This is an optimization exercise on Yosys and OpenROAD, whose aim is small area, not a production implementation. RTL that was checked went through simulation tests only; none was proved equivalent to the original. Function not checked in run 4: the RTL went through the layout flow alone. No activity file was given, so power comes from the tool's default toggle rates.

File: flow/run.sh
#!/bin/bash
# Own layout flow: the standard ORFS flow (standard.sh) with
#  - synthesis mapped by ABC for area (flow/synth.tcl, flow/abc_area.script),
#  - one sky130_fd_sc_hd__buf_1 on every input and output port,
#  - a clock tree of smaller buffers without dummy loads.
# make's full output goes to flow_make.log here; ORFS's per-step logs stay under orfs/logs.
set -euo pipefail
W=$(pwd)
export OWN_ABC_SCRIPT="$W/flow/abc_area.script"
bash "$W/standard.sh" \
  "SYNTH_SCRIPT=$W/flow/synth.tcl" \
  "BUFFER_PORTS_ARGS=-buffer_cell sky130_fd_sc_hd__buf_1" \
  "CTS_ARGS=-sink_clustering_enable -repair_clock_nets -dont_use_dummy_load -buf_list sky130_fd_sc_hd__clkbuf_8 -sink_clustering_size 16 -sink_clustering_max_diameter 60" \
  finish > "$W/flow_make.log" 2>&1
File: flow/abc_area.script
strash
ifraig
scorr
dc2
strash
&get -n
&dch -f
&nf -R 1000
&put
File: flow/synth.tcl
# The standard synthesis (synth_recipe.tcl) with one change: ABC maps the logic
# with an area-oriented script instead of ORFS's delay-oriented one. Everything
# before ABC, and so every register's name and cell, is the standard's.
proc synth {args} { yosys synth -nofsm -noshare {*}$args }
proc abc {args} {
  set i [lsearch -exact $args -script]
  if {$i >= 0} { set args [lreplace $args $i [expr {$i + 1}] -script $::env(OWN_ABC_SCRIPT)] }
  set i [lsearch -exact $args -D]
  if {$i >= 0} { set args [lreplace $args $i [expr {$i + 1}]] }
  yosys abc {*}$args
}
source $::env(SCRIPTS_DIR)/synth.tcl
# left out here: clear keep_hierarchy, flatten, clean up, hide names made inside functions, write 1_2_yosys.v
File: standard.sh
#!/bin/bash
# synth_recipe.tcl (not shown) runs the flow's synth.tcl, then flattens the netlist and writes it again
# the make line also repeats each setting of config.mk as NAME=value (left out here)
make -C /OpenROAD-flow-scripts/flow DESIGN_CONFIG=/design/flow/config.mk WORK_HOME=/design/flow/orfs CLKGATE_MAP_FILE= SYNTH_SCRIPT=/design/flow/synth_recipe.tcl "${@:-finish}"
File: config.mk
export PLATFORM = sky130hd
export DESIGN_NAME = lane_pid
export DESIGN_NICKNAME = lane_pid
export VERILOG_FILES = /design/flow/design.v
export SDC_FILE = /design/flow/constraint.sdc
export NUM_CORES = 4
export LEC_CHECK = 0
export CAP_MARGIN = 0
export CORE_AREA = 4 4 276 276
export DIE_AREA = 0 0 280 280
export SLEW_MARGIN = 0
File: constraint.sdc
create_clock -name core_clock -period 150.0 [get_ports {clk}]
set_input_delay 30.0000 -clock core_clock [delete_from_list [all_inputs] [get_ports {clk}]]
set_output_delay 30.0000 -clock core_clock [all_outputs]
set_load 0.01 [all_outputs]
File: design.v
module lane_pid (
    input  wire               clk,
    input  wire               rst,
    input  wire               start,
    input  wire               load,
    output wire               ready,
    output reg                done,
    input  wire        [1:0]  op,
    input  wire               pv_prev,
    input  wire               dmeas,
    input  wire               inhib_up,
    input  wire               inhib_dn,
    input  wire signed [31:0] sp_in,
    input  wire signed [31:0] pv,
    input  wire signed [31:0] g_sp,
    input  wire signed [31:0] g_out,
    input  wire signed [31:0] u_ref,
    input  wire signed [31:0] kp,
    input  wire signed [31:0] ki,
    input  wire signed [31:0] kd,
    input  wire signed [31:0] kf,
    input  wire        [4:0]  sh_p,
    input  wire        [4:0]  sh_i,
    input  wire        [4:0]  sh_d,
    input  wire        [4:0]  sh_f,
    input  wire signed [31:0] ilim_lo,
    input  wire signed [31:0] ilim_hi,
    input  wire signed [31:0] out_lo,
    input  wire signed [31:0] out_hi,
    input  wire signed [31:0] ld_f,
    input  wire        [31:0] ld_fres,
    input  wire signed [31:0] ld_i,
    input  wire        [31:0] ld_ires,
    output wire signed [31:0] u,
    output reg  signed [31:0] p_out,
    output reg  signed [31:0] d_out,
    output wire signed [31:0] f_out,
    output wire        [31:0] fres_out,
    output wire signed [31:0] i_out,
    output wire        [31:0] ires_out,
    output reg         [4:0]  sat,
    output reg                frozen
);
    localparam [5:0]
        S_IDLE = 6'd0,
        S_E1   = 6'd1,  S_E2  = 6'd2,  S_E3  = 6'd3,
        S_OFF  = 6'd4,  S_MUL = 6'd5,  S_POST = 6'd6, S_PW = 6'd7,
        S_DX1  = 6'd8,  S_D2  = 6'd9,  S_D3  = 6'd10, S_D4 = 6'd11,
        S_F1   = 6'd12, S_F2  = 6'd13, S_F3  = 6'd14, S_F4 = 6'd15,
        S_DW   = 6'd16,
        S_I0   = 6'd17, S_I1  = 6'd18, S_I2  = 6'd19, S_I3 = 6'd20,
        S_C1   = 6'd21, S_C2  = 6'd22, S_C3  = 6'd23,
        S_Z1   = 6'd24, S_Z2  = 6'd25, S_Z3  = 6'd26, S_Z4 = 6'd27, S_Z5 = 6'd28, S_Z6 = 6'd29,
        S_S1   = 6'd30, S_S2  = 6'd31, S_S3  = 6'd32, S_S4 = 6'd33,
        S_S5   = 6'd34, S_S6  = 6'd35, S_S7  = 6'd36,
        S_T1   = 6'd37, S_T2  = 6'd38, S_T3  = 6'd39,
        S_B1   = 6'd40, S_B2  = 6'd41, S_B3  = 6'd42, S_B4 = 6'd43;
    localparam [1:0] PH_P = 2'd0, PH_F = 2'd1, PH_D = 2'd2, PH_I = 2'd3;
    localparam [2:0] X_Z = 3'd0, X_A = 3'd1, X_A1 = 3'd2, X_A4 = 3'd3, X_M1 = 3'd4, X_AZ = 3'd5;
    localparam [4:0]
        Y_0 = 5'd0, Y_SPIN = 5'd1, Y_GSP = 5'd2, Y_PV = 5'd3, Y_OH = 5'd4, Y_COEF = 5'd5,
        Y_FRES = 5'd6, Y_IRES = 5'd7, Y_F = 5'd8, Y_Q = 5'd9, Y_QX = 5'd10, Y_P = 5'd11,
        Y_D = 5'd12, Y_I = 5'd13, Y_U = 5'd14, Y_ILIM = 5'd15, Y_OLIM = 5'd16, Y_GOUT = 5'd17,
        Y_UREF = 5'd18;
    reg  [5:0]  st;
    reg  [1:0]  ph;
    reg  [5:0]  cnt;
    reg  signed [33:0] a;
    reg  [31:0] q;
    reg  signed [31:0] f_q, i_q;
    reg  [30:0] fres_q, ires_q;
    reg         below, above, di_pos, di_neg, pass2;
    assign u        = q;
    assign f_out    = f_q;
    assign i_out    = i_q;
    assign fres_out = {1'b0, fres_q};
    assign ires_out = {1'b0, ires_q};
    assign ready    = (st == S_IDLE);
    wire restart = (op == 2'd1) && !pv_prev;
    wire flag_en = (op != 2'd3);
    reg signed [31:0] coef;
    reg        [4:0]  shs;
    always @(*) begin
        case (ph)
            PH_P:    begin coef = kp; shs = sh_p; end
            PH_F:    begin coef = kf; shs = sh_f; end
            PH_D:    begin coef = kd; shs = sh_d; end
            default: begin coef = ki; shs = sh_i; end
        endcase
    end
    wire        rnd_mode = (ph == PH_P) || (ph == PH_D);
    wire        off_neg  = (coef[31] ^ q[31]) && (shs != 5'd0);
    wire        rnd_bit  = ({1'b0, cnt[4:0]} + 6'd1) == {1'b0, shs};
    wire        res_bit  = (ph == PH_F) ? (fres_q[0] && !restart) : ires_q[0];
    reg  [2:0] xsel;
    reg  [4:0] ysel;
    reg        yinv, cin;
    reg        sat_en, prod;
    reg        a_we, q_we, q_sh;
    reg        p_we, d_we, f_we, i_we;
    reg        fl_p, fl_i, fl_d, fl_s, fl_o, fl_lim_i, fl_lim_o;
    reg  [5:0] st_n;
    wire lim_out = (st == S_S5) || (st == S_S6) || (st == S_S7) ||
                   (st == S_B2) || (st == S_B3) || (st == S_B4) ||
                   (st == S_Z4) || (st == S_Z5);
    always @(*) begin
        xsel = X_Z; ysel = Y_0; yinv = 1'b0; cin = 1'b0; sat_en = 1'b0; prod = 1'b0;
        a_we = 1'b0; q_we = 1'b0; q_sh = 1'b0;
        p_we = 1'b0; d_we = 1'b0; f_we = 1'b0; i_we = 1'b0;
        fl_p = 1'b0; fl_i = 1'b0; fl_d = 1'b0; fl_s = 1'b0; fl_o = 1'b0;
        fl_lim_i = 1'b0; fl_lim_o = 1'b0;
        st_n = st;
        case (st)
            S_IDLE: if (start) st_n = S_E1;
            S_E1: begin ysel = Y_SPIN; a_we = 1'b1; st_n = S_E2; end
            S_E2: begin xsel = X_A; ysel = Y_GSP; sat_en = 1'b1; a_we = 1'b1; fl_p = 1'b1; st_n = S_E3; end
            S_E3: begin
                xsel = X_A; ysel = Y_PV; yinv = 1'b1; cin = 1'b1; sat_en = 1'b1; fl_p = 1'b1;
                if (ph == PH_F) begin a_we = 1'b1; st_n = S_D2; end
                else begin q_we = 1'b1; st_n = S_MUL; end
            end
            S_MUL: begin
                xsel = (cnt[4:0] != 5'd0) ? X_A1 : (rnd_mode && off_neg) ? X_M1 : X_Z;
                ysel = q[0] ? Y_COEF : Y_0;
                yinv = q[0] && (cnt[4:0] == 5'd31);
                cin  = (cnt[4:0] == 5'd31) ? q[0] : rnd_mode ? rnd_bit : res_bit;
                a_we = 1'b1; q_sh = 1'b1;
                if (cnt[4:0] == 5'd31) st_n = S_POST;
                if (cnt[4:0] == 5'd30 && pass2) st_n = S_S1;
            end
            S_POST: begin
                xsel = (cnt >= 6'd4) ? X_A4 : X_A1; a_we = 1'b1; q_sh = 1'b1;
                if (cnt == 6'd4 || cnt == 6'd1)
                    case (ph)
                        PH_P:    st_n = S_PW;
                        PH_F:    st_n = S_F1;
                        PH_D:    st_n = S_DW;
                        default: st_n = S_I1;
                    endcase
            end
            S_PW: begin
                ysel = Y_Q; prod = 1'b1; sat_en = 1'b1; p_we = 1'b1; fl_p = 1'b1;
                st_n = dmeas ? S_DX1 : S_E1;
            end
            S_DX1: begin ysel = Y_PV; yinv = 1'b1; cin = 1'b1; a_we = 1'b1; st_n = S_D2; end
            S_D2:  begin xsel = X_A; f_we = restart; st_n = S_D3; end
            S_D3:  begin
                xsel = X_A; ysel = Y_F; yinv = 1'b1; cin = 1'b1; sat_en = 1'b1; q_we = 1'b1;
                fl_d = 1'b1; st_n = S_MUL;
            end
            S_F1:  begin ysel = Y_QX; a_we = 1'b1; st_n = S_F2; end
            S_F2:  begin xsel = X_A; ysel = Y_F; sat_en = 1'b1; a_we = 1'b1; fl_d = 1'b1; st_n = S_F3; end
            S_F3:  begin
                xsel = X_A; ysel = Y_F; yinv = 1'b1; cin = 1'b1; sat_en = 1'b1; q_we = 1'b1;
                fl_d = 1'b1; st_n = S_F4;
            end
            S_F4:  begin xsel = X_A; f_we = 1'b1; st_n = S_MUL; end
            S_DW:  begin
                ysel = Y_Q; prod = 1'b1; sat_en = 1'b1; d_we = 1'b1; fl_d = 1'b1;
                case (op)
                    2'd0:    st_n = S_E1;
                    2'd1:    st_n = S_T1;
                    default: st_n = S_B1;
                endcase
            end
            S_I1:  begin ysel = Y_Q; prod = 1'b1; sat_en = 1'b1; q_we = 1'b1; fl_i = 1'b1; st_n = S_I2; end
            S_I2:  begin xsel = X_M1; ysel = Y_Q; a_we = 1'b1; st_n = S_I3; end
            S_I3:  begin xsel = X_A; ysel = Y_I; cin = 1'b1; a_we = 1'b1; st_n = S_C1; end
            S_C1:  begin xsel = X_A; ysel = Y_ILIM; yinv = 1'b1; cin = 1'b1; st_n = S_C2; end
            S_C2:  begin xsel = X_A; ysel = Y_ILIM; yinv = 1'b1; st_n = S_C3; end
            S_C3:  begin
                xsel = X_AZ; ysel = Y_ILIM; fl_lim_i = 1'b1;
                if (op == 2'd0) begin q_we = 1'b1; st_n = S_Z1; end
                else begin i_we = 1'b1; st_n = (op == 2'd1) ? S_S1 : S_IDLE; end
            end
            S_Z1:  begin ysel = Y_P; a_we = 1'b1; st_n = S_Z2; end
            S_Z2:  begin xsel = X_A; ysel = Y_D; a_we = 1'b1; st_n = S_Z3; end
            S_Z3:  begin xsel = X_A; ysel = Y_Q; a_we = 1'b1; st_n = S_Z4; end
            S_Z4:  begin xsel = X_A; ysel = Y_OLIM; yinv = 1'b1; st_n = S_Z5; end
            S_Z5:  begin xsel = X_A; ysel = Y_OLIM; yinv = 1'b1; cin = 1'b1; st_n = S_Z6; end
            S_Z6:  begin
                ysel = Y_Q; i_we = !frozen; st_n = frozen ? S_S1 : S_E1;
            end
            S_S1:  begin ysel = Y_P; a_we = 1'b1; st_n = S_S2; end
            S_S2:  begin xsel = X_A; ysel = Y_D; a_we = 1'b1; st_n = S_S3; end
            S_S3:  begin xsel = X_A; ysel = Y_I; sat_en = 1'b1; a_we = 1'b1; fl_s = 1'b1; st_n = S_S4; end
            S_S4:  begin xsel = X_A; ysel = Y_GOUT; sat_en = 1'b1; a_we = 1'b1; fl_o = 1'b1; st_n = S_S5; end
            S_S5:  begin xsel = X_A; ysel = Y_OLIM; yinv = 1'b1; cin = 1'b1; st_n = S_S6; end
            S_S6:  begin xsel = X_A; ysel = Y_OLIM; yinv = 1'b1; st_n = S_S7; end
            S_S7:  begin xsel = X_AZ; ysel = Y_OLIM; q_we = 1'b1; fl_lim_o = 1'b1; st_n = S_IDLE; end
            S_T1:  begin ysel = Y_UREF; a_we = 1'b1; st_n = S_T2; end
            S_T2:  begin xsel = X_A; ysel = Y_P; yinv = 1'b1; cin = 1'b1; a_we = 1'b1; st_n = S_T3; end
            S_T3:  begin xsel = X_A; ysel = Y_D; yinv = 1'b1; cin = 1'b1; a_we = 1'b1; st_n = S_C1; end
            S_B1:  begin
                ysel = Y_UREF; a_we = 1'b1; q_we = 1'b1;
                st_n = (op == 2'd3) ? S_T2 : S_B2;
            end
            S_B2:  begin xsel = X_A; ysel = Y_OLIM; yinv = 1'b1; cin = 1'b1; st_n = S_B3; end
            S_B3:  begin xsel = X_A; ysel = Y_OLIM; yinv = 1'b1; st_n = S_B4; end
            S_B4:  begin xsel = X_AZ; ysel = Y_OLIM; a_we = 1'b1; q_we = 1'b1; st_n = S_T2; end
            default: st_n = S_IDLE;
        endcase
    end
    wire cmp_lo = (st == S_C1) || (st == S_S5) || (st == S_B2) || (st == S_Z5);
    wire [31:0] lim_lo = lim_out ? out_lo : ilim_lo;
    wire [31:0] lim_hi = lim_out ? out_hi : ilim_hi;
    wire pick = (st == S_C3) || (st == S_S7) || (st == S_B4);
    reg signed [34:0] xv;
    always @(*) begin
        case (xsel)
            X_A:     xv = {a[33], a};
            X_A1:    xv = {{2{a[33]}}, a[33:1]};
            X_A4:    xv = {{5{a[33]}}, a[33:4]};
            X_M1:    xv = -35'sd1;
            X_AZ:    xv = (below | above) ? 35'sd0 : {a[33], a};
            default: xv = 35'sd0;
        endcase
    end
    reg [31:0] yv;
    reg        yext;
    always @(*) begin
        yext = 1'b0;
        case (ysel)
            Y_SPIN: yv = sp_in;
            Y_GSP:  yv = g_sp;
            Y_PV:   yv = pv;
            Y_COEF: yv = coef;
            Y_F:    yv = f_q;
            Y_Q:    yv = q;
            Y_QX:   begin yv = q; yext = a[0]; end
            Y_P:    yv = p_out;
            Y_D:    yv = d_out;
            Y_I:    yv = i_q;
            Y_ILIM, Y_OLIM:
                    yv = pick ? (below ? lim_lo : above ? lim_hi : 32'd0)
                              : (cmp_lo ? lim_lo : lim_hi);
            Y_GOUT: yv = g_out;
            Y_UREF: yv = u_ref;
            default: yv = 32'd0;
        endcase
        if (ysel != Y_QX) yext = yv[31];
    end
    wire [34:0] yw  = {{3{yext}}, yv};
    wire [34:0] yo = yinv ? ~yw : yw;
    wire [35:0] cy;
    wire [34:0] bus;
    assign cy[0] = cin;
    genvar gi;
    generate
        for (gi = 0; gi < 35; gi = gi + 1) begin : g_add
            assign bus[gi]    = xv[gi] ^ yo[gi] ^ cy[gi];
            assign cy[gi + 1] = (xv[gi] & yo[gi]) | (cy[gi] & (xv[gi] ^ yo[gi]));
        end
    endgenerate
    wire hi_ok = prod ? (q[31] ? (&a) : !(|a)) : (bus[34:31] == 4'b0000 || bus[34:31] == 4'b1111);
    wire neg   = prod ? a[33] : bus[34];
    wire is_min = bus[31] && (bus[30:0] == 31'd0);
    wire clip_hi = !hi_ok && !neg;
    wire clip_lo = (!hi_ok && neg) || (hi_ok && is_min);
    wire clip  = clip_hi || clip_lo;
    wire [31:0] sv = clip_hi ? 32'h7fffffff : clip_lo ? 32'h80000001 : bus[31:0];
    wire [33:0] rb = sat_en ? {{2{sv[31]}}, sv} : bus[33:0];
    wire rsh    = (st == S_MUL) && (cnt[4:0] != 5'd31);
    wire capbit = bus[0] && (cnt[4:0] < shs);
    wire lim_i = below | above;
    always @(posedge clk) begin
        if (rst) begin
            st     <= S_IDLE;
            done   <= 1'b0;
            f_q    <= 32'sd0;
            fres_q <= 31'd0;
            i_q    <= 32'sd0;
            ires_q <= 31'd0;
        end else begin
            st   <= st_n;
            done <= (st != S_IDLE) && (st_n == S_IDLE);
            if (st == S_IDLE) begin
                if (start) begin
                    sat    <= 5'd0;
                    frozen <= 1'b0;
                    ph     <= PH_P;
                    pass2  <= 1'b0;
                end else if (load) begin
                    f_q    <= ld_f;
                    fres_q <= ld_fres[30:0];
                    i_q    <= ld_i;
                    ires_q <= ld_ires[30:0];
                end
            end
            if (f_we) f_q <= rb[31:0];
            if (i_we) i_q <= rb[31:0];
            if (rsh && ph == PH_F) fres_q <= {capbit, fres_q[30:1]};
            if (rsh && ph == PH_I) ires_q <= {pass2 ? capbit : ires_q[0], ires_q[30:1]};
            if (st == S_C3 && op != 2'd0) ires_q <= 31'd0;
        end
        if (a_we) a <= rb;
        if (q_we) q <= rb[31:0];
        else if (q_sh) q <= (xsel == X_A4) ? {a[3:0], q[31:4]} : {a[0], q[31:1]};
        if (p_we) p_out <= rb[31:0];
        if (d_we) d_out <= rb[31:0];
        if (st == S_E3 || st == S_D3 || st == S_F4) cnt <= 6'd0;
        else if (st == S_MUL) cnt <= (cnt[4:0] == 5'd31) ? ({1'b0, shs} + 6'd1) : cnt + 6'd1;
        else if (st == S_POST) cnt <= (cnt >= 6'd4) ? cnt - 6'd4 : cnt - 6'd1;
        if (st == S_PW) ph <= PH_F;
        if (st == S_F4) ph <= PH_D;
        if (st == S_DW) ph <= PH_I;
        if (st == S_Z6) pass2 <= 1'b1;
        if (cmp_lo) below <= bus[34];
        if (st == S_C2 || st == S_S6 || st == S_B3 || st == S_Z4) above <= !bus[34];
        if (st == S_I2) begin di_pos <= !bus[34]; di_neg <= q[31]; end
        if (st == S_Z5)
            frozen <= (above && di_pos) || (bus[34] && di_neg) || (inhib_up && di_pos) || (inhib_dn && di_neg);
        if (flag_en && st != S_IDLE) begin
            if (fl_p && clip) sat[0] <= 1'b1;
            if ((fl_i && clip) || (fl_lim_i && lim_i)) sat[1] <= 1'b1;
            if (fl_d && clip) sat[2] <= 1'b1;
            if (fl_s && clip) sat[3] <= 1'b1;
            if ((fl_o && clip) || (fl_lim_o && lim_i)) sat[4] <= 1'b1;
        end
    end
endmodule
==> out/summary.json, run 1 <==
{
  "run_status": {
    "outcome": "no timing/DRC/antenna violations"
  },
  "global_routing": {
    "grt_pass1_vias": 20300,
    "groute.usage.overall": 0.2685,
    "grt_max_degree": 65,
    "globalRouteOverflowTotal": 0,
    "grt_first_pass_wirelength_um": 152100,
    "antenna_found_initial": 25
  },
  "power": {
    "power_per_cell_area_nw_per_um2": 13.13,
    "cellLeakagePower_nw": 6.898,
    "clock_power_share": 0.175,
    "switching_power_w": 0.0001298,
    "sw_frac_of_total": 0.4476,
    "power.sequential.fraction": 0.404,
    "cellInternalPower_w": 0.0001602,
    "power.share.combinational": 0.421,
    "ir_worst_vdd_v": 0.000006506
  },
  "die": {
    "fp.dieArea_sq_um": 78400,
    "die_x_um": 280,
    "core-area_sq_um": 73210,
    "initial_utilization": 0.2286,
    "placement_rows": 99,
    "io_pins": 806,
    "die_y_um": 280
  },
  "setup_path": {
    "critPathKind": "in -> reg",
    "setup.worst_path.end_class": "flop",
    "cp_max_fo": 30,
    "data_required_time_at_the_worst_endpoint_ns": 150.49,
    "worst_setup_path_start_kind": "input pin",
    "crit_path_top_delay_cell": "sky130_fd_sc_hd__o21ai_0",
    "r2r_start": "st[1]",
    "worstRegToRegCells": 56,
    "max_stage_delay_ns": 0.96,
    "crit_top_cell": "sky130_fd_sc_hd__fa_1",
    "crit-reg2reg-capture": "f_q[23]",
    "worst-endpoint-arrival_ns": 50.37,
    "timing.reg2reg.setup_slack_ns": 127.67
  },
  "detailed_routing": {
    "drt_drc_violations_left": 0,
    "dr.pass1.iters": 9,
    "drt-wirelength-per-cell_um": 30.51,
    "detail_route.vias_per_cell": 5.860,
    "drt-total-wl_um": 111900,
    "dr_total_vias": 21500,
    "drtIter0Drc": 2917,
    "antenna_violating_nets_post_route": 0
  },
  "yosys": {
    "synth-compound-area-share": 0.3249,
    "yosys_warnings": 1,
    "synth.area.mux_share": 0.02093,
    "synth_flop_cell": "sky130_fd_sc_hd__dfxtp_1",
    "synth_sequential_area_ratio": 0.4181,
    "synth_area_leaders": "sky130_fd_sc_hd__edfxtp_1 (24%), sky130_fd_sc_hd__dfxtp_1 (18%), sky130_fd_sc_hd__a22oi_1 (6.5%)",
    "syn_area_sq_um": 16730,
    "synth_cells": 1801,
    "synthDominantAreaCellType": "sky130_fd_sc_hd__edfxtp_1",
    "post-synth-top-area-fraction": 0.2422,
    "number_of_register_bits_inferred_by_synthesis": 282,
    "synth-xor-area-share": 0.02198,
    "synth_unique_cells": 49,
    "synth_fa_ha_area_frac": 0.05488,
    "synth_simple_gate_area_share": 0.1525,
    "avgSynthCellArea_sq_um": 9.292,
    "largest_family_of_logic_cells_by_synthesized_area": "compound AO/OA/AOI/OAI gates",
    "synth_edf_count": 135,
    "share_of_synthesized_registers_carrying_an_async_set_or_reset": 0
  },
  "final_layout": {
    "flow.area_growth_from_synthesis_pct": 32.00,
    "final_util": 0.3017,
    "fillerInstances": 7975,
    "most-common-layout-cells": "sky130_fd_sc_hd__buf_1 (800), sky130_fd_sc_hd__nand2_1 (222), sky130_fd_sc_hd__o21ai_0 (181), sky130_fd_sc_hd__a21oi_1 (179), sky130_fd_sc_hd__dfxtp_1 (147)",
    "layout_commonest_cell": "sky130_fd_sc_hd__buf_1",
    "proportion_of_layout_cells_with_a_drive_suffix_above_1": 0.05039,
    "seq_area_sq_um": 6997,
    "final_nets": 3328,
    "multiInputGateArea_sq_um": 9809
  },
  "clock_tree": {
    "worst_skew_pair.late_latency_ns": 0.65,
    "number_of_instances_resized_during_post_cts_repair": 0,
    "cts.sink_count": 282,
    "path_clk_slew_ns": 0.10,
    "post-cts-setup-buffers": 0,
    "cts_tree": "built",
    "max-clock-path-buffers": 3,
    "cts-root-buf": "sky130_fd_sc_hd__clkbuf_8",
    "ctsHoldBuffers": 0,
    "cts_htree_levels": 2,
    "cts_buffers": 35
  },
  "sta": {
    "report.final.setup_viol": 0,
    "setup_tns_final_ns": 0,
    "finalMaxSlewViolations": 0,
    "unrepaired_setup_endpoints_after_global_routing": "no",
    "maxClockFrequency_mhz": 20.05,
    "timing.final.hold_violations": 0,
    "timing.slew.headroom": 0.08663,
    "fin_skew_ns": 0.1102,
    "max_slew.worst_pin.slew_ns": 1.356,
    "period_share": 0.3325,
    "period_needed_ns": 49.88
  },
  "place": {
    "gp_congestion": 0.9806,
    "place_hpwl_um": 82140,
    "port-buffer-count": 801
  },
  "hold_path": {
    "hold_end": "ires_q[25]",
    "timing.hold.worst_path_depth": 2,
    "hold_path_startpoint": "ires_q[26]",
    "holdCritPathClass": "reg -> reg"
  },
  "job": {
    "cap_violations": 0
  }
}
[worst max-delay path by stage]
stage / endpoint / startpoint / cells after the start / slack, ns
after global routing: q[7] / sh_d[0] / 54 / 99.17
after global placement: f_q[23] / sh_d[0] / 54 / 99.58
after floorplan: q[11] / kd[31] / 54 / 100.35
after detailed placement: f_q[3] / sh_d[0] / 54 / 99.56
after CTS: f_q[23] / sh_d[0] / 54 / 100.12
final: f_q[23] / sh_f[0] / 54 / 100.12
[cell type report]
| class | count | area share |
|---|---|---|
| Antenna cell | 10 | 0.001133 |
| Clock buffer | 35 | 0.02181 |
| Inverter | 25 | 0.004248 |
| Multi-Input combinational cell | 1493 | 0.4441 |
| Sequential cell | 282 | 0.3167 |
| Tap cell | 959 | 0.05432 |
| Timing Repair Buffer | 864 | 0.1577 |
[cell families (layout without fill, tap and decap cells)]
kind of cell / count (synthesis) / count (layout)
DFF: 282 / 282
buffers and inverters: 27 / 924
and+or+nand+nor: 562 / 562
muxes: 35 / 35
other: 1 / 12
adders and majority gates: 53 / 53
AOI/OAI and AO/OA: 799 / 799
xor gates and xnor gates: 42 / 42
[per-layer routing]
metal  vias up  wire (um)  track usage
li1       9202          -            -
met1     10470      46230       0.3663
met2      1545      49640       0.4144
met3       263      11730      0.06573
met4        18       4184      0.09682
met5         -        134            0
[synth_stat cells, types with 28 or more instances]
cell	number
sky130_fd_sc_hd__edfxtp_1	135
sky130_fd_sc_hd__a21oi_1	182
sky130_fd_sc_hd__xor2_1	29
sky130_fd_sc_hd__nor3_1	57
sky130_fd_sc_hd__dfxtp_1	147
sky130_fd_sc_hd__mux2i_1	35
sky130_fd_sc_hd__o22ai_1	42
sky130_fd_sc_hd__a221o_1	35
sky130_fd_sc_hd__nor2_1	126
sky130_fd_sc_hd__o221ai_1	28
sky130_fd_sc_hd__a222oi_1	99
sky130_fd_sc_hd__fa_1	34
sky130_fd_sc_hd__nand2_1	224
sky130_fd_sc_hd__nand3_1	29
sky130_fd_sc_hd__nand4_1	51
sky130_fd_sc_hd__o21ai_0	184
sky130_fd_sc_hd__a22oi_1	145
[per-stage QoR]
step           total power, W  hold WS (ns)  cell area (sq um)  worst slack, ns  cells
6_report            0.0002901        0.4015              22090           100.12   3668
3_5_place_dp        0.0002391        0.4573              21580            99.56   3623
5_1_grt             0.0003071        0.4315              22080            99.17   3664
2_1_floorplan       0.0001768        0.4416              16740           100.35   1802
4_1_cts             0.0002908        0.4076              22060           100.12   3658
3_3_place_gp        0.0002383        0.4372              21580            99.58   3623
[sequential cells by signal, summed over array words and instances (netlist names)]
| name | cells |
|---|---|
| a | 34 |
| f_q | 32 |
| sat | 5 |
| st | 6 |
| pass2 | 1 |
| ph | 2 |
| fres_q | 31 |
| below | 1 |
| q | 32 |
| cnt | 6 |
| i_q | 32 |
| di_pos | 1 |
| p_out | 32 |
| frozen | 1 |
| d_out | 32 |
| ires_q | 31 |
| above | 1 |
| di_neg | 1 |
| done | 1 |
[worst max-delay path, delay by kind of cell]
family,cells,cell delay [ns]
buffers and inverters,7,0.71
adders and majority gates,35,15.32
and+or+nand+nor,1,0.93
AOI/OAI and AO/OA,11,3.38
[power groups by stage]
| stage | clock network, W | registers (W) | logic (W) |
|---|---|---|---|
| 2_1_floorplan | 0 | 0.000115 | 0.0000618 |
| 3_3_place_gp | 0 | 0.000118 | 0.000120 |
| 3_5_place_dp | 0 | 0.000118 | 0.000121 |
| 4_1_cts | 0.0000526 | 0.000117 | 0.000122 |
| 5_1_grt | 0.0000553 | 0.000119 | 0.000133 |
| 6_report | 0.0000507 | 0.000117 | 0.000122 |
==> run 2: changes to the inputs <==
--- a/flow/run.sh
+++ b/flow/run.sh
@@ -10,5 +10,5 @@
 bash "$W/standard.sh" \
   "SYNTH_SCRIPT=$W/flow/synth.tcl" \
   "BUFFER_PORTS_ARGS=-buffer_cell sky130_fd_sc_hd__buf_1" \
-  "CTS_ARGS=-sink_clustering_enable -repair_clock_nets -dont_use_dummy_load -buf_list sky130_fd_sc_hd__clkbuf_8 -sink_clustering_size 16 -sink_clustering_max_diameter 60" \
+  "CTS_ARGS=-sink_clustering_enable -repair_clock_nets -dont_use_dummy_load -buf_list sky130_fd_sc_hd__clkbuf_8 -sink_clustering_size 14 -sink_clustering_max_diameter 80" \
   finish > "$W/flow_make.log" 2>&1
==> flow/abc_area.script (replaced) <==
strash
ifraig
scorr
dc2
strash
&get -n
&deepsyn -T 60
&dch -f
&nf -R 1000
&put
--- a/config.mk
+++ b/config.mk
@@ -8,4 +8,5 @@
 export CAP_MARGIN = 0
 export CORE_AREA = 4 4 276 276
 export DIE_AREA = 0 0 280 280
+export GPL_TIMING_DRIVEN = 0
 export SLEW_MARGIN = 0
==> out/summary.json, run 2 <==
{
  "run_status": {
    "outcome": {"value": "no timing/DRC/antenna violations", "change": "unchanged"}
  },
  "power": {
    "power_per_cell_area": {"value": 20.15, "unit": "nW/um^2", "change": "was 13.13 nW/um^2"},
    "ir_worst_vdd": {"value": 0.000008185, "unit": "V", "change": "was 0.000006506 V"},
    "cellLeakagePower": {"value": 7.107, "unit": "nW", "change": "was 6.898 nW"}
  },
  "die": {
    "initial_utilization": {"value": 0.2190, "change": "was 0.2286"},
    "core-area": {"value": 73210, "unit": "sq um", "change": "unchanged"},
    "fp.dieArea": {"value": 78400, "unit": "sq um", "change": "unchanged"},
    "die_x": {"value": 280, "unit": "um", "change": "unchanged"},
    "placement_rows": {"value": 99, "change": "unchanged"},
    "die_y": {"value": 280, "unit": "um", "change": "unchanged"},
    "io_pins": {"value": 806, "change": "unchanged"}
  },
  "yosys": {
    "synth_flop_cell": {"value": "sky130_fd_sc_hd__dfxtp_1", "change": "unchanged"},
    "synth_fa_ha_area_frac": {"value": 0.05729, "change": "was 0.05488"},
    "synth-compound-area-share": {"value": 0.3030, "change": "was 0.3249"},
    "avgSynthCellArea": {"value": 9.513, "unit": "sq um", "change": "was 9.292 sq um"},
    "synth.area.mux_share": {"value": 0.0006245, "change": "was 0.02093"},
    "synth_area_leaders": {"value": "sky130_fd_sc_hd__edfxtp_1 (25%), sky130_fd_sc_hd__dfxtp_1 (18%), sky130_fd_sc_hd__a222oi_1 (7.7%)", "change": "was sky130_fd_sc_hd__edfxtp_1 (24%), sky130_fd_sc_hd__dfxtp_1 (18%), sky130_fd_sc_hd__a22oi_1 (6.5%)"},
    "number_of_register_bits_inferred_by_synthesis": {"value": 282, "change": "unchanged"},
    "synthDominantAreaCellType": {"value": "sky130_fd_sc_hd__edfxtp_1", "change": "unchanged"},
    "synth_sequential_area_ratio": {"value": 0.4365, "change": "was 0.4181"},
    "post-synth-top-area-fraction": {"value": 0.2529, "change": "was 0.2422"},
    "share_of_synthesized_registers_carrying_an_async_set_or_reset": {"value": 0, "change": "unchanged"},
    "synth_top_cells_by_count": {"value": "sky130_fd_sc_hd__nand2_1 (204), sky130_fd_sc_hd__nor2_1 (167), sky130_fd_sc_hd__dfxtp_1 (147)", "change": "was sky130_fd_sc_hd__nand2_1 (224), sky130_fd_sc_hd__o21ai_0 (184), sky130_fd_sc_hd__a21oi_1 (182)"},
    "largest_family_of_logic_cells_by_synthesized_area": {"value": "compound AO/OA/AOI/OAI gates", "change": "unchanged"},
    "syn_area": {"value": 16030, "unit": "sq um", "change": "was 16730 sq um"},
    "synth_unique_cells": {"value": 54, "change": "was 49"},
    "synth_simple_gate_area_share": {"value": 0.1667, "change": "was 0.1525"},
    "synth_cells": {"value": 1685, "change": "was 1801"},
    "yosys_warnings": {"value": 1, "change": "unchanged"},
    "synth-xor-area-share": {"value": 0.02131, "change": "was 0.02198"},
    "synth_most_common_cell": {"value": "sky130_fd_sc_hd__nand2_1", "change": "unchanged"},
    "synth_edf_count": {"value": 135, "change": "unchanged"}
  },
  "clock_tree": {
    "max-clock-path-buffers": {"value": 3, "change": "unchanged"},
    "post-cts-setup-buffers": {"value": 0, "change": "unchanged"},
    "number_of_instances_resized_during_post_cts_repair": {"value": 0, "change": "unchanged"},
    "ctsHoldBuffers": {"value": 0, "change": "unchanged"},
    "cts_htree_levels": {"value": 1, "change": "was 2"},
    "cts-root-buf": {"value": "sky130_fd_sc_hd__clkbuf_8", "change": "unchanged"},
    "cts.sink_count": {"value": 282, "change": "unchanged"},
    "path_clk_slew": {"value": 0.09, "unit": "ns", "change": "was 0.10 ns"},
    "cts_buffers": {"value": 28, "change": "was 35"},
    "cts_tree": {"value": "built", "change": "unchanged"},
    "worst_skew_pair.late_latency": {"value": 0.68, "unit": "ns", "change": "was 0.65 ns"}
  },
  "sta": {
    "period_needed": {"value": 50.03, "unit": "ns", "change": "was 49.88 ns"},
    "fin_skew": {"value": 0.05753, "unit": "ns", "change": "was 0.1102 ns"},
    "report.final.setup_viol": {"value": 0, "change": "unchanged"},
    "finalMaxSlewViolations": {"value": 0, "change": "unchanged"},
    "max_slew.worst_pin.slew": {"value": 1.143, "unit": "ns", "change": "was 1.356 ns"},
    "period_share": {"value": 0.3335, "change": "was 0.3325"},
    "timing.slew.headroom": {"value": 0.2313, "change": "was 0.08663"},
    "post-route-worst-setup-slack": {"value": 99.97, "unit": "ns", "change": "was 100.12 ns"},
    "unrepaired_setup_endpoints_after_global_routing": {"value": "no", "change": "unchanged"},
    "setup_tns_final": {"value": 0, "unit": "ns", "change": "unchanged"},
    "timing.final.hold_violations": {"value": 0, "change": "unchanged"},
    "maxClockFrequency": {"value": 19.99, "unit": "MHz", "change": "was 20.05 MHz"}
  },
  "global_routing": {
    "grt_first_pass_wirelength": {"value": 147300, "unit": "um", "change": "was 152100 um"},
    "globalRouteOverflowTotal": {"value": 0, "change": "unchanged"},
    "antenna_found_initial": {"value": 32, "change": "was 25"},
    "grt_pass1_vias": {"value": 19500, "change": "was 20300"},
    "grt_max_degree": {"value": 42, "change": "was 65"},
    "groute.usage.overall": {"value": 0.2607, "change": "was 0.2685"}
  },
  "detailed_routing": {
    "dr.pass1.iters": {"value": 9, "change": "unchanged"},
    "drtIter0Drc": {"value": 2655, "change": "was 2917"},
    "antenna_violating_nets_post_route": {"value": 0, "change": "unchanged"},
    "dr_total_vias": {"value": 20310, "change": "was 21500"},
    "drt-total-wl": {"value": 109300, "unit": "um", "change": "was 111900 um"},
    "detail_route.vias_per_cell": {"value": 5.726, "change": "was 5.860"},
    "drt-wirelength-per-cell": {"value": 30.81, "unit": "um", "change": "was 30.51 um"},
    "drt_drc_violations_left": {"value": 0, "change": "unchanged"}
  },
  "setup_path": {
    "data_required_time_at_the_worst_endpoint": {"value": 150.31, "unit": "ns", "change": "was 150.49 ns"},
    "setup.worst_path.end_class": {"value": "flop", "change": "unchanged"},
    "crit_top_cell": {"value": "sky130_fd_sc_hd__fa_1", "change": "unchanged"},
    "cp_max_fo": {"value": 17, "change": "was 30"},
    "worst-endpoint-arrival": {"value": 50.34, "unit": "ns", "change": "was 50.37 ns"},
    "critPathKind": {"value": "in -> reg", "change": "unchanged"},
    "max_stage_delay": {"value": 0.90, "unit": "ns", "change": "was 0.96 ns"},
    "crit_path_top_delay_cell": {"value": "sky130_fd_sc_hd__a21boi_0", "change": "was sky130_fd_sc_hd__o21ai_0"},
    "worst_setup_path_start_kind": {"value": "input pin", "change": "unchanged"}
  },
  "final_layout": {
    "final_nets": {"value": 3195, "change": "was 3328"},
    "layout_commonest_cell": {"value": "sky130_fd_sc_hd__buf_1", "change": "unchanged"},
    "proportion_of_layout_cells_with_a_drive_suffix_above_1": {"value": 0.04638, "change": "was 0.05039"},
    "largest_register": {"value": "a", "change": "unchanged"},
    "fillerInstances": {"value": 7906, "change": "was 7975"},
    "largest_register_ff_count": {"value": 34, "change": "unchanged"},
    "most-common-layout-cells": {"value": "sky130_fd_sc_hd__buf_1 (800), sky130_fd_sc_hd__nand2_1 (202), sky130_fd_sc_hd__nor2_1 (158), sky130_fd_sc_hd__dfxtp_1 (147), sky130_fd_sc_hd__a22oi_1 (137)", "change": "was sky130_fd_sc_hd__buf_1 (800), sky130_fd_sc_hd__nand2_1 (222), sky130_fd_sc_hd__o21ai_0 (181), sky130_fd_sc_hd__a21oi_1 (179), sky130_fd_sc_hd__dfxtp_1 (147)"},
    "flow.area_growth_from_synthesis": {"value": 35.62, "unit": "%", "change": "was 32.00%"}
  },
  "place": {
    "post-place-ws": {"value": 99.06, "unit": "ns", "change": "was 99.56 ns"},
    "place_hpwl": {"value": 85870, "unit": "um", "change": "was 82140 um"},
    "gp_congestion": {"value": 0.8935, "change": "was 0.9806"},
    "port-buffer-count": {"value": 801, "change": "unchanged"}
  },
  "hold_path": {
    "holdCritPathClass": {"value": "reg -> reg", "change": "unchanged"}
  },
  "job": {
    "cap_violations": {"value": 0, "change": "unchanged"}
  }
}
run 2: per-layer routing:
layer  track usage  share of wire  wire (um)
met1        0.3270           0.39      42580
met2        0.4152           0.45      49590
met3       0.07139           0.10      11350
met4        0.1261          0.052       5660
met5      0.007937        0.00092        101
run 2: cells by family (layout without fill, tap and decap cells):
logic type      Yosys count  in the layout
flops                   282            282
xor+xnor                 39             39
simple gates            593            593
other cells               1             24
fa+ha+maj                53             53
compound gates          657            657
mux                       1              1
buf+inv                  59            939
run 2: final timing paths:
kind	start	endpoint	slack, ns	depth (start not counted)
max reg2reg	st[1]	a[29]	127.26	58
min reg2reg	sat[0]	sat[0]	0.45	2
max	sh_d[4]	a[29]	99.97	55
min	sat[0]	sat[0]	0.45	2
run 2: through the flow:
| step | instance area [sq um] | hold slack [ns] | total power [W] | std cells | util |
|---|---|---|---|---|---|
| 4_1_cts | 21680 | 0.4392 | 0.0004375 | 3525 | 0.2962 |
| 3_3_place_gp | 20240 | 0.4300 | 0.0003801 | 3446 | 0.2765 |
| 3_5_place_dp | 21300 | 0.4402 | 0.0003897 | 3497 | 0.2909 |
| 5_1_grt | 21730 | 0.4783 | 0.0004625 | 3542 | 0.2968 |
| 6_report | 21740 | 0.4492 | 0.0004380 | 3547 | 0.2969 |
| 2_1_floorplan | 16030 | 0.4625 | 0.0002660 | 1686 | - |
run 2: power by group:
part | internal [W] | switching, W | total, W
Clock | 0.0000165 | 0.0000294 | 0.0000459
Combinational | 0.0000764 | 0.000168 | 0.000244
Sequential | 0.000120 | 0.0000279 | 0.000148
Total | 0.000213 | 0.000225 | 0.000438
run 2: final cells by class:
| type | count | area, sq um | area share |
|---|---|---|---|
| Antenna cell | 22 | 55.05 | 0.002533 |
| Buffer | 2 | 15.01 | 0.0006907 |
| Clock buffer | 28 | 385.4 | 0.01773 |
| Inverter | 57 | 215.2 | 0.009900 |
| Multi-Input combinational cell | 1345 | 9002 | 0.4141 |
| Sequential cell | 282 | 6997 | 0.3219 |
| Tap cell | 959 | 1200 | 0.05520 |
| Timing Repair Buffer | 852 | 3869 | 0.1780 |
run 2: critical path, delay by kind of cell:
family,cells,cell delay (ns)
fa+ha+maj,34,15.12
compound gates,9,3.30
buf+inv,10,1.53
simple gates,2,0.33
==> run 3: changes to the inputs <==
--- a/config.mk
+++ b/config.mk
@@ -8,5 +8,4 @@
 export CAP_MARGIN = 0
 export CORE_AREA = 4 4 276 276
 export DIE_AREA = 0 0 280 280
-export GPL_TIMING_DRIVEN = 0
 export SLEW_MARGIN = 0
==> out/summary.json, run 3 <==
{
  "run_status": {
    "outcome": {"value": "no timing/DRC/antenna violations", "change": "unchanged"}
  },
  "final_layout": {
    "post-route-cell-area": {"value": 21200, "unit": "sq um", "change": "was 21740 sq um"},
    "largest_register_ff_count": {"value": 34, "change": "unchanged"},
    "final_util": {"value": 0.2896, "change": "was 0.2969"},
    "most-common-layout-cells": {"value": "sky130_fd_sc_hd__buf_1 (801), sky130_fd_sc_hd__nand2_1 (202), sky130_fd_sc_hd__nor2_1 (158), sky130_fd_sc_hd__dfxtp_1 (147), sky130_fd_sc_hd__a22oi_1 (137)", "change": "was sky130_fd_sc_hd__buf_1 (800), sky130_fd_sc_hd__nand2_1 (202), sky130_fd_sc_hd__nor2_1 (158), sky130_fd_sc_hd__dfxtp_1 (147), sky130_fd_sc_hd__a22oi_1 (137)"},
    "final_nets": {"value": 3187, "change": "was 3195"},
    "fillerInstances": {"value": 7984, "change": "was 7906"},
    "flow.area_growth_from_synthesis": {"value": 32.28, "unit": "%", "change": "was 35.62%"},
    "layout_commonest_cell": {"value": "sky130_fd_sc_hd__buf_1", "change": "unchanged"},
    "proportion_of_layout_cells_with_a_drive_suffix_above_1": {"value": 0.04261, "change": "was 0.04638"},
    "largest_register": {"value": "a", "change": "unchanged"}
  },
  "clock_tree": {
    "ctsHoldBuffers": {"value": 0, "change": "unchanged"},
    "cts_htree_levels": {"value": 1, "change": "unchanged"},
    "max-clock-path-buffers": {"value": 3, "change": "unchanged"},
    "path_clk_slew": {"value": 0.08, "unit": "ns", "change": "was 0.09 ns"},
    "cts_tree": {"value": "built", "change": "unchanged"},
    "cts-root-buf": {"value": "sky130_fd_sc_hd__clkbuf_8", "change": "unchanged"},
    "number_of_instances_resized_during_post_cts_repair": {"value": 0, "change": "unchanged"},
    "cts_buffers": {"value": 28, "change": "unchanged"},
    "cts.sink_count": {"value": 282, "change": "unchanged"},
    "worst_skew_pair.late_latency": {"value": 0.67, "unit": "ns", "change": "was 0.68 ns"},
    "post-cts-setup-buffers": {"value": 0, "change": "unchanged"}
  },
  "yosys": {
    "yosys_warnings": {"value": 1, "change": "unchanged"},
    "syn_area": {"value": 16030, "unit": "sq um", "change": "unchanged"},
    "synthDominantAreaCellType": {"value": "sky130_fd_sc_hd__edfxtp_1", "change": "unchanged"},
    "post-synth-top-area-fraction": {"value": 0.2529, "change": "unchanged"},
    "synth_area_leaders": {"value": "sky130_fd_sc_hd__edfxtp_1 (25%), sky130_fd_sc_hd__dfxtp_1 (18%), sky130_fd_sc_hd__a222oi_1 (7.7%)", "change": "unchanged"},
    "synth_flop_cell": {"value": "sky130_fd_sc_hd__dfxtp_1", "change": "unchanged"},
    "synth_cells": {"value": 1685, "change": "unchanged"},
    "synth_top_cells_by_count": {"value": "sky130_fd_sc_hd__nand2_1 (204), sky130_fd_sc_hd__nor2_1 (167), sky130_fd_sc_hd__dfxtp_1 (147)", "change": "unchanged"},
    "synth_edf_count": {"value": 135, "change": "unchanged"},
    "number_of_register_bits_inferred_by_synthesis": {"value": 282, "change": "unchanged"},
    "synth_most_common_cell": {"value": "sky130_fd_sc_hd__nand2_1", "change": "unchanged"},
    "avgSynthCellArea": {"value": 9.513, "unit": "sq um", "change": "unchanged"},
    "synth_unique_cells": {"value": 54, "change": "unchanged"},
    "share_of_synthesized_registers_carrying_an_async_set_or_reset": {"value": 0, "change": "unchanged"},
    "synth_sequential_area_ratio": {"value": 0.4365, "change": "unchanged"}
  },
  "sta": {
    "report.final.setup_viol": {"value": 0, "change": "unchanged"},
    "timing.slew.headroom": {"value": 0.2376, "change": "was 0.2313"},
    "post-route-worst-setup-slack": {"value": 100.21, "unit": "ns", "change": "was 99.97 ns"},
    "fin_skew": {"value": 0.04770, "unit": "ns", "change": "was 0.05753 ns"},
    "max_slew.worst_pin.slew": {"value": 1.141, "unit": "ns", "change": "was 1.143 ns"},
    "timing.final.hold_violations": {"value": 0, "change": "unchanged"},
    "maxClockFrequency": {"value": 20.08, "unit": "MHz", "change": "was 19.99 MHz"},
    "setup_tns_final": {"value": 0, "unit": "ns", "change": "unchanged"},
    "period_needed": {"value": 49.79, "unit": "ns", "change": "was 50.03 ns"},
    "unrepaired_setup_endpoints_after_global_routing": {"value": "no", "change": "unchanged"},
    "finalMaxSlewViolations": {"value": 0, "change": "unchanged"},
    "period_share": {"value": 0.3319, "change": "was 0.3335"}
  },
  "power": {
    "post-layout-total-power": {"value": 0.0004279, "unit": "W", "change": "was 0.0004380 W"},
    "cellLeakagePower": {"value": 6.926, "unit": "nW", "change": "was 7.107 nW"},
    "power_per_cell_area": {"value": 20.18, "unit": "nW/um^2", "change": "was 20.15 nW/um^2"},
    "ir_worst_vdd": {"value": 0.000008761, "unit": "V", "change": "was 0.000008185 V"}
  },
  "place": {
    "post_dp_cell_area": {"value": 20760, "unit": "sq um", "change": "was 21300 sq um"},
    "port-buffer-count": {"value": 801, "change": "unchanged"},
    "post-place-ws": {"value": 99.47, "unit": "ns", "change": "was 99.06 ns"},
    "gp_congestion": {"value": 0.8964, "change": "was 0.8935"},
    "place_hpwl": {"value": 81270, "unit": "um", "change": "was 85870 um"}
  },
  "global_routing": {
    "grt_max_degree": {"value": 59, "change": "was 42"},
    "groute.usage.overall": {"value": 0.2607, "change": "about the same"},
    "antenna_found_initial": {"value": 38, "change": "was 32"},
    "grt_pass1_vias": {"value": 19330, "change": "was 19500"},
    "globalRouteOverflowTotal": {"value": 0, "change": "unchanged"},
    "grt_first_pass_wirelength": {"value": 147100, "unit": "um", "change": "was 147300 um"}
  },
  "detailed_routing": {
    "antenna_violating_nets_post_route": {"value": 0, "change": "unchanged"},
    "drtIter0Drc": {"value": 2760, "change": "was 2655"},
    "detail_route.vias_per_cell": {"value": 5.700, "change": "was 5.726"},
    "dr_total_vias": {"value": 20180, "change": "was 20310"},
    "drt_drc_violations_left": {"value": 0, "change": "unchanged"},
    "drt-total-wl": {"value": 109000, "unit": "um", "change": "was 109300 um"},
    "dr.pass1.iters": {"value": 9, "change": "unchanged"},
    "drt-wirelength-per-cell": {"value": 30.79, "unit": "um", "change": "was 30.81 um"}
  },
  "die": {
    "core-area": {"value": 73210, "unit": "sq um", "change": "unchanged"},
    "placement_rows": {"value": 99, "change": "unchanged"},
    "die_y": {"value": 280, "unit": "um", "change": "unchanged"},
    "initial_utilization": {"value": 0.2190, "change": "unchanged"},
    "die_x": {"value": 280, "unit": "um", "change": "unchanged"},
    "io_pins": {"value": 806, "change": "unchanged"},
    "fp.dieArea": {"value": 78400, "unit": "sq um", "change": "unchanged"}
  },
  "setup_path": {
    "crit_top_cell": {"value": "sky130_fd_sc_hd__fa_1", "change": "unchanged"},
    "setup.worst_path.end_class": {"value": "flop", "change": "unchanged"},
    "worst_setup_path_start_kind": {"value": "input pin", "change": "unchanged"},
    "crit_path_top_delay_cell": {"value": "sky130_fd_sc_hd__a21oi_4", "change": "was sky130_fd_sc_hd__a21boi_0"},
    "data_required_time_at_the_worst_endpoint": {"value": 150.28, "unit": "ns", "change": "was 150.31 ns"},
    "critPathKind": {"value": "in -> reg", "change": "unchanged"},
    "cp_max_fo": {"value": 30, "change": "was 17"},
    "worst-endpoint-arrival": {"value": 50.08, "unit": "ns", "change": "was 50.34 ns"},
    "max_stage_delay": {"value": 0.95, "unit": "ns", "change": "was 0.90 ns"}
  },
  "job": {
    "cap_violations": {"value": 0, "change": "unchanged"}
  },
  "hold_path": {
    "holdCritPathClass": {"value": "reg -> reg", "change": "unchanged"}
  }
}
==> run 3: changes by cell type in the layout (fill, tap and decap cells not counted), sizes merged <==
cell | previous run | this run
buf | 854 | 846
inv | 0 | 1
clkinv | 57 | 56
diode | 22 | 24
==> run 3: cells by family (layout without fill, tap and decap cells) <==
kind of cell | Yosys count | count (layout) | share of synthesized area
adder cells (fa/ha/maj) | 53 | 53 | 0.05729
AO/OA/AOI/OAI | 657 | 657 | 0.3030
XOR/XNOR | 39 | 39 | 0.02131
other | 1 | 26 | 0.0002339
multiplexers | 1 | 1 | 0.0006245
AND/OR/NAND/NOR | 593 | 593 | 0.1667
flip-flops | 282 | 282 | 0.4365
buffers and inverters | 59 | 931 | 0.01428
==> run 3: stage by stage <==
stage	hold WS [ns]	cells
global route	0.4736	3533
floorplan	0.4625	1686
CTS	0.4554	3517
global placement	0.4339	3489
detailed placement	0.4383	3489
finish	0.4507	3541
==> run 3: worst paths after layout <==
check,startpoint,end,slack (ns),depth (start not counted)
worst max-delay path,sh_d[4],a[30],100.21,55
worst min-delay path,sat[2],sat[2],0.45,2
worst max register to register,st[2],a[30],127.38,57
worst min register to register,sat[2],sat[2],0.45,2
==> run 3: power by group <==
part           internal, W  switching [W]  total [W]
Combinational    0.0000714       0.000164   0.000236
Clock            0.0000165      0.0000291  0.0000456
Sequential        0.000120      0.0000264   0.000147
==> run 3: critical path, delay by kind of cell <==
family	cells	cell delay, ns
compound gates	9	2.93
fa+ha+maj	34	15.09
buf+inv	10	1.71
simple gates	2	0.32
==> run 3: routing by layer <==
metal | routed length, um | part of all wire | up-vias | global-route usage
li1 | - | - | 8659 | -
met1 | 43330 | 0.40 | 9804 | 0.3292
met2 | 49630 | 0.46 | 1413 | 0.4142
met3 | 10790 | 0.099 | 294 | 0.07547
met4 | 5219 | 0.048 | 12 | 0.1181
met5 | 75 | 0.00069 | - | 0
==> run 3: final cells by class <==
type | instances | area, sq um | share of cell area
clock buffer | 28 | 385.4 | 0.01818
timing repair buffer | 846 | 3344 | 0.1577
inverter | 57 | 214.0 | 0.01009
sequential | 282 | 6997 | 0.3300
antenna | 24 | 60.06 | 0.002833
multi-input combinational | 1345 | 9002 | 0.4246
tap | 959 | 1200 | 0.05659
==> run 4: changes to the inputs <==
--- a/design.v
+++ b/design.v
@@ -50,11 +50,11 @@
         S_DW   = 6'd16,
         S_I0   = 6'd17, S_I1  = 6'd18, S_I2  = 6'd19, S_I3 = 6'd20,
         S_C1   = 6'd21, S_C2  = 6'd22, S_C3  = 6'd23,
-        S_Z1   = 6'd24, S_Z2  = 6'd25, S_Z3  = 6'd26, S_Z4 = 6'd27, S_Z5 = 6'd28, S_Z6 = 6'd29,
+        S_Z3   = 6'd26, S_Z4 = 6'd27, S_Z5 = 6'd28, S_Z6 = 6'd29,
         S_S1   = 6'd30, S_S2  = 6'd31, S_S3  = 6'd32, S_S4 = 6'd33,
         S_S5   = 6'd34, S_S6  = 6'd35, S_S7  = 6'd36,
         S_T1   = 6'd37, S_T2  = 6'd38, S_T3  = 6'd39,
-        S_B1   = 6'd40, S_B2  = 6'd41, S_B3  = 6'd42, S_B4 = 6'd43;
+        S_B1   = 6'd40;
     localparam [1:0] PH_P = 2'd0, PH_F = 2'd1, PH_D = 2'd2, PH_I = 2'd3;
     localparam [2:0] X_Z = 3'd0, X_A = 3'd1, X_A1 = 3'd2, X_A4 = 3'd3, X_M1 = 3'd4, X_AZ = 3'd5;
     localparam [4:0]
@@ -101,7 +101,6 @@
     reg        fl_p, fl_i, fl_d, fl_s, fl_o, fl_lim_i, fl_lim_o;
     reg  [5:0] st_n;
     wire lim_out = (st == S_S5) || (st == S_S6) || (st == S_S7) ||
-                   (st == S_B2) || (st == S_B3) || (st == S_B4) ||
                    (st == S_Z4) || (st == S_Z5);
     always @(*) begin
         xsel = X_Z; ysel = Y_0; yinv = 1'b0; cin = 1'b0; sat_en = 1'b0; prod = 1'b0;
@@ -170,11 +169,9 @@
             S_C2:  begin xsel = X_A; ysel = Y_ILIM; yinv = 1'b1; st_n = S_C3; end
             S_C3:  begin
                 xsel = X_AZ; ysel = Y_ILIM; fl_lim_i = 1'b1;
-                if (op == 2'd0) begin q_we = 1'b1; st_n = S_Z1; end
+                if (op == 2'd0) begin q_we = 1'b1; st_n = S_S1; end
                 else begin i_we = 1'b1; st_n = (op == 2'd1) ? S_S1 : S_IDLE; end
             end
-            S_Z1:  begin ysel = Y_P; a_we = 1'b1; st_n = S_Z2; end
-            S_Z2:  begin xsel = X_A; ysel = Y_D; a_we = 1'b1; st_n = S_Z3; end
             S_Z3:  begin xsel = X_A; ysel = Y_Q; a_we = 1'b1; st_n = S_Z4; end
             S_Z4:  begin xsel = X_A; ysel = Y_OLIM; yinv = 1'b1; st_n = S_Z5; end
             S_Z5:  begin xsel = X_A; ysel = Y_OLIM; yinv = 1'b1; cin = 1'b1; st_n = S_Z6; end
@@ -182,29 +179,32 @@
                 ysel = Y_Q; i_we = !frozen; st_n = frozen ? S_S1 : S_E1;
             end
             S_S1:  begin ysel = Y_P; a_we = 1'b1; st_n = S_S2; end
-            S_S2:  begin xsel = X_A; ysel = Y_D; a_we = 1'b1; st_n = S_S3; end
+            S_S2:  begin
+                xsel = X_A; ysel = Y_D; a_we = 1'b1;
+                st_n = (op == 2'd0 && !pass2) ? S_Z3 : S_S3;
+            end
             S_S3:  begin xsel = X_A; ysel = Y_I; sat_en = 1'b1; a_we = 1'b1; fl_s = 1'b1; st_n = S_S4; end
             S_S4:  begin xsel = X_A; ysel = Y_GOUT; sat_en = 1'b1; a_we = 1'b1; fl_o = 1'b1; st_n = S_S5; end
             S_S5:  begin xsel = X_A; ysel = Y_OLIM; yinv = 1'b1; cin = 1'b1; st_n = S_S6; end
             S_S6:  begin xsel = X_A; ysel = Y_OLIM; yinv = 1'b1; st_n = S_S7; end
-            S_S7:  begin xsel = X_AZ; ysel = Y_OLIM; q_we = 1'b1; fl_lim_o = 1'b1; st_n = S_IDLE; end
+            S_S7:  begin
+                xsel = X_AZ; ysel = Y_OLIM; a_we = 1'b1; q_we = 1'b1;
+                fl_lim_o = (op != 2'd2); st_n = (op == 2'd2) ? S_T2 : S_IDLE;
+            end
             S_T1:  begin ysel = Y_UREF; a_we = 1'b1; st_n = S_T2; end
             S_T2:  begin xsel = X_A; ysel = Y_P; yinv = 1'b1; cin = 1'b1; a_we = 1'b1; st_n = S_T3; end
             S_T3:  begin xsel = X_A; ysel = Y_D; yinv = 1'b1; cin = 1'b1; a_we = 1'b1; st_n = S_C1; end
             S_B1:  begin
                 ysel = Y_UREF; a_we = 1'b1; q_we = 1'b1;
-                st_n = (op == 2'd3) ? S_T2 : S_B2;
+                st_n = (op == 2'd3) ? S_T2 : S_S5;
             end
-            S_B2:  begin xsel = X_A; ysel = Y_OLIM; yinv = 1'b1; cin = 1'b1; st_n = S_B3; end
-            S_B3:  begin xsel = X_A; ysel = Y_OLIM; yinv = 1'b1; st_n = S_B4; end
-            S_B4:  begin xsel = X_AZ; ysel = Y_OLIM; a_we = 1'b1; q_we = 1'b1; st_n = S_T2; end
             default: st_n = S_IDLE;
         endcase
     end
-    wire cmp_lo = (st == S_C1) || (st == S_S5) || (st == S_B2) || (st == S_Z5);
+    wire cmp_lo = (st == S_C1) || (st == S_S5) || (st == S_Z5);
     wire [31:0] lim_lo = lim_out ? out_lo : ilim_lo;
     wire [31:0] lim_hi = lim_out ? out_hi : ilim_hi;
-    wire pick = (st == S_C3) || (st == S_S7) || (st == S_B4);
+    wire pick = (st == S_C3) || (st == S_S7);
     reg signed [34:0] xv;
     always @(*) begin
         case (xsel)
@@ -306,7 +306,7 @@
         if (st == S_DW) ph <= PH_I;
         if (st == S_Z6) pass2 <= 1'b1;
         if (cmp_lo) below <= bus[34];
-        if (st == S_C2 || st == S_S6 || st == S_B3 || st == S_Z4) above <= !bus[34];
+        if (st == S_C2 || st == S_S6 || st == S_Z4) above <= !bus[34];
         if (st == S_I2) begin di_pos <= !bus[34]; di_neg <= q[31]; end
         if (st == S_Z5)
             frozen <= (above && di_pos) || (bus[34] && di_neg) || (inhib_up && di_pos) || (inhib_dn && di_neg);
==> out/summary.json, run 4 <==
{
  "run_status": {
    "outcome": {"value": "no timing/DRC/antenna violations", "change": "unchanged"}
  },
  "final_layout": {
    "largest_register_ff_count": {"value": 34, "change": "unchanged"},
    "largest_register": {"value": "a", "change": "unchanged"},
    "final_nets": {"value": 3178, "change": "was 3187"},
    "layout_commonest_cell": {"value": "sky130_fd_sc_hd__buf_1", "change": "unchanged"},
    "most-common-layout-cells": {"value": "sky130_fd_sc_hd__buf_1 (800), sky130_fd_sc_hd__nor2_1 (185), sky130_fd_sc_hd__nand2_1 (170), sky130_fd_sc_hd__a222oi_1 (156), sky130_fd_sc_hd__dfxtp_1 (147)", "change": "was sky130_fd_sc_hd__buf_1 (801), sky130_fd_sc_hd__nand2_1 (202), sky130_fd_sc_hd__nor2_1 (158), sky130_fd_sc_hd__dfxtp_1 (147), sky130_fd_sc_hd__a22oi_1 (137)"}
  },
  "setup_path": {
    "cp_max_fo": {"value": 28, "change": "was 30"},
    "timing.reg2reg.setup_slack": {"value": 128.33, "unit": "ns", "change": "was 127.38 ns"},
    "data_required_time_at_the_worst_endpoint": {"value": 150.51, "unit": "ns", "change": "was 150.28 ns"},
    "worst-endpoint-arrival": {"value": 50.09, "unit": "ns", "change": "was 50.08 ns"},
    "crit-reg2reg-capture": {"value": "i_q[12]", "change": "was a[30]"},
    "max_stage_delay": {"value": 0.69, "unit": "ns", "change": "was 0.95 ns"},
    "worst_setup_path_start_kind": {"value": "input pin", "change": "unchanged"},
    "r2r_start": {"value": "st[1]", "change": "was st[2]"},
    "crit_path_top_delay_cell": {"value": "sky130_fd_sc_hd__a21oi_1", "change": "was sky130_fd_sc_hd__a21oi_4"},
    "setup.worst_path.end_class": {"value": "flop", "change": "unchanged"}
  },
  "die": {
    "fp.dieArea": {"value": 78400, "unit": "sq um", "change": "unchanged"},
    "die_x": {"value": 280, "unit": "um", "change": "unchanged"},
    "core-area": {"value": 73210, "unit": "sq um", "change": "unchanged"},
    "die_y": {"value": 280, "unit": "um", "change": "unchanged"},
    "io_pins": {"value": 806, "change": "unchanged"},
    "placement_rows": {"value": 99, "change": "unchanged"}
  },
  "power": {
    "post-layout-total-power": {"value": 0.0003399, "unit": "W", "change": "was 0.0004279 W"},
    "ir_worst_vdd": {"value": 0.000007886, "unit": "V", "change": "was 0.000008761 V"},
    "power_per_cell_area": {"value": 15.95, "unit": "nW/um^2", "change": "was 20.18 nW/um^2"},
    "cellLeakagePower": {"value": 6.873, "unit": "nW", "change": "was 6.926 nW"}
  },
  "job": {
    "cap_violations": {"value": 0, "change": "unchanged"}
  },
  "hold_path": {
    "timing.hold.worst_path_depth": {"value": 2, "change": "unchanged"},
    "hold_end": {"value": "sat[1]", "change": "was sat[2]"},
    "holdCritPathClass": {"value": "reg -> reg", "change": "unchanged"},
    "hold_path_startpoint": {"value": "sat[1]", "change": "was sat[2]"}
  },
  "sta": {
    "period_needed": {"value": 49.58, "unit": "ns", "change": "was 49.79 ns"},
    "fin_skew": {"value": 0.1026, "unit": "ns", "change": "was 0.04770 ns"},
    "period_share": {"value": 0.3305, "change": "was 0.3319"},
    "setup_tns_final": {"value": 0, "unit": "ns", "change": "unchanged"},
    "timing.slew.headroom": {"value": 0.1208, "change": "was 0.2376"},
    "maxClockFrequency": {"value": 20.17, "unit": "MHz", "change": "was 20.08 MHz"},
    "timing.final.hold_violations": {"value": 0, "change": "unchanged"},
    "max_slew.worst_pin.slew": {"value": 1.307, "unit": "ns", "change": "was 1.141 ns"},
    "finalMaxSlewViolations": {"value": 0, "change": "unchanged"}
  },
  "detailed_routing": {
    "dr_total_vias": {"value": 20130, "change": "was 20180"},
    "dr.pass1.iters": {"value": 8, "change": "was 9"},
    "antenna_violating_nets_post_route": {"value": 0, "change": "unchanged"},
    "drt-wirelength-per-cell": {"value": 32.22, "unit": "um", "change": "was 30.79 um"},
    "detail_route.vias_per_cell": {"value": 5.692, "change": "was 5.700"},
    "drt-total-wl": {"value": 113900, "unit": "um", "change": "was 109000 um"}
  },
  "yosys": {
    "synth_flop_cell": {"value": "sky130_fd_sc_hd__dfxtp_1", "change": "unchanged"},
    "synth_cells": {"value": 1660, "change": "was 1685"},
    "avgSynthCellArea": {"value": 9.629, "unit": "sq um", "change": "was 9.513 sq um"},
    "synth_most_common_cell": {"value": "sky130_fd_sc_hd__nor2_1", "change": "was sky130_fd_sc_hd__nand2_1"},
    "synth_area_leaders": {"value": "sky130_fd_sc_hd__edfxtp_1 (25%), sky130_fd_sc_hd__dfxtp_1 (18%), sky130_fd_sc_hd__a222oi_1 (9.8%)", "change": "was sky130_fd_sc_hd__edfxtp_1 (25%), sky130_fd_sc_hd__dfxtp_1 (18%), sky130_fd_sc_hd__a222oi_1 (7.7%)"},
    "share_of_synthesized_registers_carrying_an_async_set_or_reset": {"value": 0, "change": "unchanged"},
    "synthDominantAreaCellType": {"value": "sky130_fd_sc_hd__edfxtp_1", "change": "unchanged"},
    "synth_unique_cells": {"value": 50, "change": "was 54"},
    "synth_sequential_area_ratio": {"value": 0.4377, "change": "was 0.4365"},
    "syn_area": {"value": 15980, "unit": "sq um", "change": "was 16030 sq um"},
    "post-synth-top-area-fraction": {"value": 0.2536, "change": "was 0.2529"}
  },
  "clock_tree": {
    "cts.sink_count": {"value": 282, "change": "unchanged"},
    "cts_htree_levels": {"value": 1, "change": "unchanged"},
    "path_clk_slew": {"value": 0.10, "unit": "ns", "change": "was 0.08 ns"},
    "worst_skew_pair.late_latency": {"value": 0.69, "unit": "ns", "change": "was 0.67 ns"},
    "cts_buffers": {"value": 31, "change": "was 28"},
    "max-clock-path-buffers": {"value": 3, "change": "unchanged"},
    "number_of_instances_resized_during_post_cts_repair": {"value": 0, "change": "unchanged"},
    "post-cts-setup-buffers": {"value": 0, "change": "unchanged"}
  },
  "place": {
    "place_hpwl": {"value": 87730, "unit": "um", "change": "was 81270 um"},
    "gp_congestion": {"value": 0.9188, "change": "was 0.8964"}
  },
  "global_routing": {
    "globalRouteOverflowTotal": {"value": 0, "change": "unchanged"},
    "grt_max_degree": {"value": 67, "change": "was 59"},
    "groute.usage.overall": {"value": 0.2712, "change": "was 0.2607"},
    "antenna_found_initial": {"value": 41, "change": "was 38"}
  }
}
-- run 4: cell count changes after synthesis, sizes merged, moves of 16 or more --
cell    change
nand2      -31
xor2       -16
nand3      -35
a222oi     +32
a21oi      -45
nor2       +30
nand4      +38
a221oi     +23
a221o      -18
clkinv     +17
a22oi      -47
xnor2      +19
and2       +16
o21ai      -28
-- run 4: cell type report --
class                      instances  area (sq um)
fill                            8038         51900
multi-input combinational       1303          8892
tap                              959          1200
inverter                          74         277.8
sequential                       282          6997
antenna                           28         70.07
clock buffer                      31         426.7
timing repair buffer             859          3443
-- run 4: cells by family (layout without fill, tap and decap cells) --
kind of cell	after synthesis	after routing	share of synthesized area
and+or+nand+nor	631	631	0.1836
AOI/OAI and AO/OA	574	574	0.2790
DFF	282	282	0.4377
buffers and inverters	76	964	0.01832
adders and majority gates	53	53	0.05746
xor gates and xnor gates	42	42	0.02301
other	1	30	0.0002346
muxes	1	1	0.0006262
-- run 4: critical path, delay by kind of cell --
kind | cells | cell delay, ns
AOI/OAI and AO/OA | 10 | 3.11
and+or+nand+nor | 4 | 0.53
adders and majority gates | 34 | 15.22
buffers and inverters | 8 | 1.17
-- run 4: worst max-delay path by stage --
stage	start	end	slack (ns)
after CTS	sh_f[0]	i_q[12]	100.30
after global placement	sh_f[0]	i_q[12]	99.73
after global routing	sh_f[0]	i_q[12]	99.66
final	sh_f[3]	i_q[12]	100.42
after detailed placement	sh_f[0]	i_q[12]	99.71
after floorplan	sh_f[0]	q[30]	101.33
-- run 4: power by group --
| part | total, W | switching, W | internal [W] | leakage, nW |
|---|---|---|---|---|
| logic | 0.000166 | 0.000114 | 0.0000525 | 4.20 |
| clock network | 0.0000472 | 0.0000290 | 0.0000182 | 0.223 |
| registers | 0.000127 | 0.0000193 | 0.000107 | 2.45 |
-- run 4: metrics by stage --
step / setup slack, ns / cells / utilization
global route: 99.66 / 3524 / 0.2906
CTS: 100.30 / 3508 / 0.2901
detailed placement: 99.71 / 3477 / 0.2843
finish: 100.42 / 3536 / 0.2910
floorplan: 101.33 / 1661 / -
global placement: 99.73 / 3477 / 0.2843
-- run 4: routing by layer --
layer / up-vias / track usage / wire length [um]
met5: - / 0.009768 / 96
li1: 8646 / - / -
met1: 9856 / 0.3343 / 43330
met3: 251 / 0.08770 / 13050
met4: 14 / 0.09968 / 4727
met2: 1359 / 0.4438 / 52710

Re-timed with assumed drivers on the ports (clkbuf_16 on the clock, buf_2 on other inputs), run 4 has 100.437 ns of setup slack against 100.421 ns with ideal ports, and 99.753 ns once port delays also move by the mid clock arrival of 0.684 ns.
